Background: an optimization exercise with open tools, aiming at small area, a short achievable clock period and few clock cycles per item. Do not read the settings as production practice.
Only simulation tests tie the RTL to the original design; equivalence was not proved.

==> onyx: inputs <==
// aud_chain
module aud_chain (
    input  wire         clk,
    input  wire         rst,         
    input  wire         in_valid,
    output wire         in_ready,
    input  wire [255:0] in_rec,
    output reg          out_valid,
    output wire [383:0] chain
);
clock: 10.5 ns
lec_check: 0
cap_margin: 20
core_margin: 2
core_utilization: 40
slew_margin: 20
synth_memory_max_bits: 16384
run.sh (not shown) runs the stock make flow with config.mk's settings and CLKGATE_MAP_FILE= SYNTH_SCRIPT=/design/flow/synth_recipe.tcl, a recipe that flattens the netlist after the stock synthesis.
==> lagoon: changes against onyx <==
--- a/flow/design.v
+++ b/flow/design.v
@@ -129,48 +129,69 @@
             default: k_n = IV7 + K0;
         endcase
     end
     wire [63:0] big_s0 = {a[27:0], a[63:28]} ^ {a[33:0], a[63:34]} ^ {a[38:0], a[63:39]};
     wire [63:0] big_s1 = {e[13:0], e[63:14]} ^ {e[17:0], e[63:18]} ^ {e[40:0], e[63:41]};
     wire [63:0] ch     = (e & f) ^ (~e & g);
     wire [63:0] maj    = (a & b) ^ (a & c) ^ (b & c);
+    function [63:0] add_sk(input [63:0] x, input [63:0] y);
+        reg [63:0] g, p, gn, pn;
+        integer l, i, j;
+        begin
+            g = x & y;
+            p = x ^ y;
+            for (l = 0; l < 6; l = l + 1) begin
+                gn = g;
+                pn = p;
+                for (i = 0; i < 64; i = i + 1)
+                    if ((i >> l) & 1) begin
+                        j = ((i >> l) << l) - 1;
+                        gn[i] = g[i] | (p[i] & g[j]);
+                        pn[i] = p[i] & p[j];
+                    end
+                g = gn;
+                p = pn;
+            end
+            add_sk = x ^ y ^ {g[62:0], 1'b0};
+        end
+    endfunction
     function [127:0] csa(input [63:0] x, input [63:0] y, input [63:0] z);
         csa = {((x & y) | (x & z) | (y & z)) << 1, x ^ y ^ z};
     endfunction
     wire [127:0] t1_cs = csa(big_s1, ch, p);
     wire [127:0] a_cs1 = csa(big_s0, maj, t1_cs[63:0]);
     wire [127:0] a_cs2 = csa(a_cs1[63:0], a_cs1[127:64], t1_cs[127:64]);
-    wire [63:0] a_rnd  = a_cs2[63:0] + a_cs2[127:64];
-    wire        last = (cnt == 7'd79);
-    wire        fin  = busy & (cnt[6:2] == 5'd19);    
+    wire [63:0] a_rnd  = add_sk(a_cs2[63:0], a_cs2[127:64]);
+    reg         last;               
+    reg  [3:0]  fsel;               
+    wire        fin = |fsel;
     wire [63:0] e_d    = last ? w[13] : d;
     wire [127:0] e_cs  = csa(e_d, t1_cs[63:0], t1_cs[127:64]);
-    wire [63:0] e_rnd  = e_cs[63:0] + e_cs[127:64];
+    wire [63:0] e_rnd  = add_sk(e_cs[63:0], e_cs[127:64]);
     wire [63:0] p_x    = ~busy ? a : last ? e : g;
     wire [63:0] p_w    = (~busy | last) ? 64'h0 : w[1];
-    wire [63:0] p_nxt  = p_x + kr + p_w;
+    wire [127:0] p_cs  = csa(p_x, kr, p_w);
+    wire [63:0] p_nxt  = add_sk(p_cs[63:0], p_cs[127:64]);
     wire [63:0] sm_s0  = {w[1][0:0], w[1][63:1]} ^ {w[1][7:0], w[1][63:8]} ^ (w[1] >> 7);
     wire [63:0] sm_s1  = {w[14][18:0], w[14][63:19]} ^ {w[14][60:0], w[14][63:61]} ^ (w[14] >> 6);
-    reg  [63:0] fin_c;
-    always @* begin
-        case (cnt[1:0])
-            2'd0:    fin_c = IV4 - IV0;
-            2'd1:    fin_c = IV3;
-            2'd2:    fin_c = IV2;
-            default: fin_c = IV1;
-        endcase
-    end
-    wire [63:0] w_next = (fin ? 64'h0 : sm_s1) + (fin ? a : w[9])
-                       + (fin ? 64'h0 : sm_s0) + (fin ? fin_c : w[0]);
+    wire [63:0] fin_c = ({64{fsel[0]}} & (IV4 - IV0)) | ({64{fsel[1]}} & IV3)
+                      | ({64{fsel[2]}} & IV2) | ({64{fsel[3]}} & IV1);
+    wire [127:0] w_cs1 = csa(fin ? 64'h0 : sm_s1, fin ? a : w[9], fin ? 64'h0 : sm_s0);
+    wire [127:0] w_cs2 = csa(w_cs1[63:0], w_cs1[127:64], fin ? fin_c : w[0]);
+    wire [63:0] w_next = add_sk(w_cs2[63:0], w_cs2[127:64]);
     integer i;
     always @(posedge clk) begin
         if (rst) begin
             busy      <= 1'b0;
             out_valid <= 1'b0;
+            last      <= 1'b0;
+            fsel      <= 4'b0;
         end else begin
+            last      <= busy & (cnt == 7'd78);
+            fsel      <= {4{busy}} & {cnt == 7'd78, cnt == 7'd77, cnt == 7'd76, cnt == 7'd75};
             out_valid <= busy & last;
             if (accept)
                 busy <= 1'b1;
             else if (busy & last)
                 busy <= 1'b0;
         end
     end
@@ -182,21 +203,27 @@
         else if (busy)
             cnt <= cnt + 7'd1;
     end
     always @(posedge clk) begin
         if (rst) begin
             a <= 64'h0; e <= 64'h0;
         end else if (accept) begin
-            a <= IV0; b <= IV1; c <= IV2; d <= IV3; e <= IV4; f <= IV5; g <= IV6;
+            a <= IV0; e <= IV4;
         end else if (busy) begin
             a <= a_rnd;
+            e <= e_rnd;
+        end
+    end
+    always @(posedge clk) begin
+        if (~busy) begin
+            b <= IV1; c <= IV2; d <= IV3; f <= IV5; g <= IV6;
+        end else begin
             b <= a;
             c <= b;
             d <= c;
-            e <= e_rnd;
             f <= e;
             g <= f;
         end
     end
     always @(posedge clk) begin
         if (rst)
             kr <= IV7 + K0;
@@ -208,33 +235,36 @@
     always @(posedge clk) begin
         if (rst)
             p <= 64'h0;
         else if (accept | busy)
             p <= p_nxt;
     end
     always @(posedge clk) begin
-        if (accept) begin
+        if (~busy) begin
             for (i = 0; i < 6; i = i + 1)
                 w[i] <= hv[i];
             for (i = 0; i < 4; i = i + 1)
                 w[6 + i] <= rec_w[i];
             w[10] <= 64'h8000000000000000;
             w[11] <= 64'h0;
             w[12] <= 64'h0;
+        end else begin
+            for (i = 0; i < 13; i = i + 1)
+                w[i] <= w[i + 1];
+        end
+    end
+    always @(posedge clk) begin
+        if (rst) begin
+            w[13] <= 64'h0;
+            w[14] <= 64'h0;
+            w[15] <= 64'h0;
+        end else if (accept) begin
             w[13] <= 64'h0;
             w[14] <= 64'h0;
             w[15] <= 64'd640;    
-        end else begin
-            for (i = 0; i < 13; i = i + 1)
-                w[i] <= w[i + 1];
-            if (rst) begin
-                w[13] <= 64'h0;
-                w[14] <= 64'h0;
-                w[15] <= 64'h0;
-            end else if (busy) begin
-                w[13] <= w[14];
-                w[14] <= w[15];
-                w[15] <= w_next;
-            end
+        end else if (busy) begin
+            w[13] <= w[14];
+            w[14] <= w[15];
+            w[15] <= w_next;
         end
     end
 endmodule
==> flow/flow/run.sh (new file) <==
#!/bin/bash
# Standard layout, with these changes to the layout's buffering:
#  - the port buffers that ORFS inserts use the smallest buffer cell;
#  - clock tree synthesis uses clkbuf_8 buffers with sink clusters of up to
#    15 flip-flops, and adds no dummy loads.
set -euo pipefail
cat >> config.mk <<'EOC'
export BUFFER_PORTS_ARGS = -buffer_cell sky130_fd_sc_hd__buf_1
export CTS_ARGS = -sink_clustering_enable -repair_clock_nets -sink_clustering_size 15 -sink_clustering_max_diameter 50 -buf_list "sky130_fd_sc_hd__clkbuf_8" -dont_use_dummy_load
EOC
bash standard.sh > standard.log 2>&1
==> flow/standard.sh (new file) <==
#!/bin/bash
# synth_recipe.tcl (not shown) runs the flow's synth.tcl, then flattens the netlist and writes it again
# the make line also repeats each setting of config.mk as NAME=value (left out here)
make -C /OpenROAD-flow-scripts/flow DESIGN_CONFIG=/design/flow/config.mk WORK_HOME=/design/flow/orfs CLKGATE_MAP_FILE= SYNTH_SCRIPT=/design/flow/synth_recipe.tcl "${@:-finish}"
==> flow/config.mk (replaced) <==
export PLATFORM = sky130hd
export DESIGN_NAME = aud_chain
export DESIGN_NICKNAME = aud_chain
export VERILOG_FILES = /design/flow/design.v
export SDC_FILE = /design/flow/constraint.sdc
export NUM_CORES = 4
export LEC_CHECK = 0
export CAP_MARGIN = 20
export CORE_AREA = 2.3 2.72 429.8 429.4
export DIE_AREA = 0 0 432.1 432.1
export SETUP_SLACK_MARGIN = 5.0
export SLEW_MARGIN = 20
export SYNTH_MEMORY_MAX_BITS = 16384
export BUFFER_PORTS_ARGS = -buffer_cell sky130_fd_sc_hd__buf_1
export CTS_ARGS = -sink_clustering_enable -repair_clock_nets -sink_clustering_size 15 -sink_clustering_max_diameter 50 -buf_list "sky130_fd_sc_hd__clkbuf_8" -dont_use_dummy_load
removed: flow/run.sh
==> juniper: changes against onyx <==
--- a/flow/design.v
+++ b/flow/design.v
@@ -129,48 +129,69 @@
             default: k_n = IV7 + K0;
         endcase
     end
     wire [63:0] big_s0 = {a[27:0], a[63:28]} ^ {a[33:0], a[63:34]} ^ {a[38:0], a[63:39]};
     wire [63:0] big_s1 = {e[13:0], e[63:14]} ^ {e[17:0], e[63:18]} ^ {e[40:0], e[63:41]};
     wire [63:0] ch     = (e & f) ^ (~e & g);
     wire [63:0] maj    = (a & b) ^ (a & c) ^ (b & c);
+    function [63:0] add_sk(input [63:0] x, input [63:0] y);
+        reg [63:0] g, p, gn, pn;
+        integer l, i, j;
+        begin
+            g = x & y;
+            p = x ^ y;
+            for (l = 0; l < 6; l = l + 1) begin
+                gn = g;
+                pn = p;
+                for (i = 0; i < 64; i = i + 1)
+                    if ((i >> l) & 1) begin
+                        j = ((i >> l) << l) - 1;
+                        gn[i] = g[i] | (p[i] & g[j]);
+                        pn[i] = p[i] & p[j];
+                    end
+                g = gn;
+                p = pn;
+            end
+            add_sk = x ^ y ^ {g[62:0], 1'b0};
+        end
+    endfunction
     function [127:0] csa(input [63:0] x, input [63:0] y, input [63:0] z);
         csa = {((x & y) | (x & z) | (y & z)) << 1, x ^ y ^ z};
     endfunction
     wire [127:0] t1_cs = csa(big_s1, ch, p);
     wire [127:0] a_cs1 = csa(big_s0, maj, t1_cs[63:0]);
     wire [127:0] a_cs2 = csa(a_cs1[63:0], a_cs1[127:64], t1_cs[127:64]);
-    wire [63:0] a_rnd  = a_cs2[63:0] + a_cs2[127:64];
-    wire        last = (cnt == 7'd79);
-    wire        fin  = busy & (cnt[6:2] == 5'd19);    
+    wire [63:0] a_rnd  = add_sk(a_cs2[63:0], a_cs2[127:64]);
+    reg         last;               
+    reg  [3:0]  fsel;               
+    wire        fin = |fsel;
     wire [63:0] e_d    = last ? w[13] : d;
     wire [127:0] e_cs  = csa(e_d, t1_cs[63:0], t1_cs[127:64]);
-    wire [63:0] e_rnd  = e_cs[63:0] + e_cs[127:64];
+    wire [63:0] e_rnd  = add_sk(e_cs[63:0], e_cs[127:64]);
     wire [63:0] p_x    = ~busy ? a : last ? e : g;
     wire [63:0] p_w    = (~busy | last) ? 64'h0 : w[1];
-    wire [63:0] p_nxt  = p_x + kr + p_w;
+    wire [127:0] p_cs  = csa(p_x, kr, p_w);
+    wire [63:0] p_nxt  = add_sk(p_cs[63:0], p_cs[127:64]);
     wire [63:0] sm_s0  = {w[1][0:0], w[1][63:1]} ^ {w[1][7:0], w[1][63:8]} ^ (w[1] >> 7);
     wire [63:0] sm_s1  = {w[14][18:0], w[14][63:19]} ^ {w[14][60:0], w[14][63:61]} ^ (w[14] >> 6);
-    reg  [63:0] fin_c;
-    always @* begin
-        case (cnt[1:0])
-            2'd0:    fin_c = IV4 - IV0;
-            2'd1:    fin_c = IV3;
-            2'd2:    fin_c = IV2;
-            default: fin_c = IV1;
-        endcase
-    end
-    wire [63:0] w_next = (fin ? 64'h0 : sm_s1) + (fin ? a : w[9])
-                       + (fin ? 64'h0 : sm_s0) + (fin ? fin_c : w[0]);
+    wire [63:0] fin_c = ({64{fsel[0]}} & (IV4 - IV0)) | ({64{fsel[1]}} & IV3)
+                      | ({64{fsel[2]}} & IV2) | ({64{fsel[3]}} & IV1);
+    wire [127:0] w_cs1 = csa(fin ? 64'h0 : sm_s1, fin ? a : w[9], fin ? 64'h0 : sm_s0);
+    wire [127:0] w_cs2 = csa(w_cs1[63:0], w_cs1[127:64], fin ? fin_c : w[0]);
+    wire [63:0] w_next = add_sk(w_cs2[63:0], w_cs2[127:64]);
     integer i;
     always @(posedge clk) begin
         if (rst) begin
             busy      <= 1'b0;
             out_valid <= 1'b0;
+            last      <= 1'b0;
+            fsel      <= 4'b0;
         end else begin
+            last      <= busy & (cnt == 7'd78);
+            fsel      <= {4{busy}} & {cnt == 7'd78, cnt == 7'd77, cnt == 7'd76, cnt == 7'd75};
             out_valid <= busy & last;
             if (accept)
                 busy <= 1'b1;
             else if (busy & last)
                 busy <= 1'b0;
         end
     end
@@ -182,21 +203,27 @@
         else if (busy)
             cnt <= cnt + 7'd1;
     end
     always @(posedge clk) begin
         if (rst) begin
             a <= 64'h0; e <= 64'h0;
         end else if (accept) begin
-            a <= IV0; b <= IV1; c <= IV2; d <= IV3; e <= IV4; f <= IV5; g <= IV6;
+            a <= IV0; e <= IV4;
         end else if (busy) begin
             a <= a_rnd;
+            e <= e_rnd;
+        end
+    end
+    always @(posedge clk) begin
+        if (~busy) begin
+            b <= IV1; c <= IV2; d <= IV3; f <= IV5; g <= IV6;
+        end else begin
             b <= a;
             c <= b;
             d <= c;
-            e <= e_rnd;
             f <= e;
             g <= f;
         end
     end
     always @(posedge clk) begin
         if (rst)
             kr <= IV7 + K0;
@@ -208,33 +235,36 @@
     always @(posedge clk) begin
         if (rst)
             p <= 64'h0;
         else if (accept | busy)
             p <= p_nxt;
     end
     always @(posedge clk) begin
-        if (accept) begin
+        if (~busy) begin
             for (i = 0; i < 6; i = i + 1)
                 w[i] <= hv[i];
             for (i = 0; i < 4; i = i + 1)
                 w[6 + i] <= rec_w[i];
             w[10] <= 64'h8000000000000000;
             w[11] <= 64'h0;
             w[12] <= 64'h0;
+        end else begin
+            for (i = 0; i < 13; i = i + 1)
+                w[i] <= w[i + 1];
+        end
+    end
+    always @(posedge clk) begin
+        if (rst) begin
+            w[13] <= 64'h0;
+            w[14] <= 64'h0;
+            w[15] <= 64'h0;
+        end else if (accept) begin
             w[13] <= 64'h0;
             w[14] <= 64'h0;
             w[15] <= 64'd640;    
-        end else begin
-            for (i = 0; i < 13; i = i + 1)
-                w[i] <= w[i + 1];
-            if (rst) begin
-                w[13] <= 64'h0;
-                w[14] <= 64'h0;
-                w[15] <= 64'h0;
-            end else if (busy) begin
-                w[13] <= w[14];
-                w[14] <= w[15];
-                w[15] <= w_next;
-            end
+        end else if (busy) begin
+            w[13] <= w[14];
+            w[14] <= w[15];
+            w[15] <= w_next;
         end
     end
 endmodule
==> flow/flow/run.sh (new file) <==
#!/bin/bash
# Standard layout, with these changes to the layout's buffering:
#  - repair aims for 6.0 ns of setup slack;
#  - the port buffers that ORFS inserts use the smallest buffer cell;
#  - clock tree synthesis uses clkbuf_8 buffers with sink clusters of up to
#    15 flip-flops, and adds no dummy loads.
set -euo pipefail
cat >> config.mk <<'EOC'
export SETUP_SLACK_MARGIN = 6.0
export BUFFER_PORTS_ARGS = -buffer_cell sky130_fd_sc_hd__buf_1
export CTS_ARGS = -sink_clustering_enable -repair_clock_nets -sink_clustering_size 15 -sink_clustering_max_diameter 50 -buf_list "sky130_fd_sc_hd__clkbuf_8" -dont_use_dummy_load
EOC
bash standard.sh > standard.log 2>&1
==> flow/standard.sh (new file) <==
#!/bin/bash
# synth_recipe.tcl (not shown) runs the flow's synth.tcl, then flattens the netlist and writes it again
# the make line also repeats each setting of config.mk as NAME=value (left out here)
make -C /OpenROAD-flow-scripts/flow DESIGN_CONFIG=/design/flow/config.mk WORK_HOME=/design/flow/orfs CLKGATE_MAP_FILE= SYNTH_SCRIPT=/design/flow/synth_recipe.tcl "${@:-finish}"
==> flow/config.mk (replaced) <==
export PLATFORM = sky130hd
export DESIGN_NAME = aud_chain
export DESIGN_NICKNAME = aud_chain
export VERILOG_FILES = /design/flow/design.v
export SDC_FILE = /design/flow/constraint.sdc
export NUM_CORES = 4
export LEC_CHECK = 0
export CAP_MARGIN = 20
export CORE_AREA = 2.3 2.72 470.5 470.1
export DIE_AREA = 0 0 472.8 472.8
export SLEW_MARGIN = 20
export SYNTH_MEMORY_MAX_BITS = 16384
export SETUP_SLACK_MARGIN = 6.0
export BUFFER_PORTS_ARGS = -buffer_cell sky130_fd_sc_hd__buf_1
export CTS_ARGS = -sink_clustering_enable -repair_clock_nets -sink_clustering_size 15 -sink_clustering_max_diameter 50 -buf_list "sky130_fd_sc_hd__clkbuf_8" -dont_use_dummy_load
removed: flow/run.sh
==> qor summary <==
| metric | onyx | juniper | lagoon |
|---|---|---|---|
| Status | no timing/DRC/antenna violations | no timing/DRC/antenna violations | complete, but fails checks |
| Layout check failures | - | - | max-slew violations |
| Layout multi-input combinational cell count | 7,953 | 6,461 | 6,457 |
| Destination of the critical timing path | w[15][63] | a[37] | a[44] |
| Synthesized netlist cell count | 11,180 | 9,276 | 9,276 |
| Reg-to-reg critical path endpoint | w[15][63] | a[37] | a[44] |
| Adder-cell share of the synthesized area | 0.1365 | 0.1491 | 0.1491 |
| Xor and xnor area share after synthesis | 0.06906 | 0.07339 | 0.07339 |
| Fraction of final layout cells with drive strength greater than 1 | 0.07034 | 0.2018 | 0.1249 |
| Worst-case hold slack | 363.3 ps | 374.3 ps | 348.4 ps |
| Critical path origin | cnt[2] | a[40] | a[46] |
| Total half-perimeter wirelength after legalization and detailed placement | 417.2 mm | 331.9 mm | 332.8 mm |
| Worst Hold Depth | 2 | 2 | 1 |
| Routed met3 length | 56.73 mm | 51.27 mm | 52.27 mm |
| Routability-driven placement congestion ratio | 1.045 | 1.099 | 1.091 |
| Hold Path Origin | w[2][18] | w[3][39] | f[20] |
Testbench counts of onyx, summed over its fixed seeds: cycles 31,112, items 384.
Testbench counts of lagoon, summed over its fixed seeds: cycles 31,112, items 384.
Testbench counts of juniper, summed over its fixed seeds: cycles 31,112, items 384.

separate check: timing with driven ports:
The flow's constraints put no driver on any port. The routed layouts listed below were extracted and timed again, unchanged, in two steps. Step 1 sets driving cells, clkbuf_16 on the clock port and buf_2 on the other inputs (assumed; they add their load-dependent delay and slew). Step 2 times the ports against the registers' clock, not the clock port: input delays grow and output delays shrink by t, the midpoint of the rising clock arrivals with the driver on. Three values: no drivers, after step 1, after step 2; two values: the first two.
run | t (ns) | slack for setup (ns) | worst hold slack (ns)
onyx | 0.942 | 2.767 / 2.767 / 2.767 | 0.363 / 0.363 / 0.363
lagoon | 1.008 | 4.850 / 4.850 / 4.673 | 0.348 / 0.348 / 0.348
juniper | 1.076 | 5.021 / 5.021 / 5.021 | 0.374 / 0.374 / 0.374
The setup slack of lagoon, which loses most, moves by 0.000 ns with the drivers and by -0.177 ns with both steps.
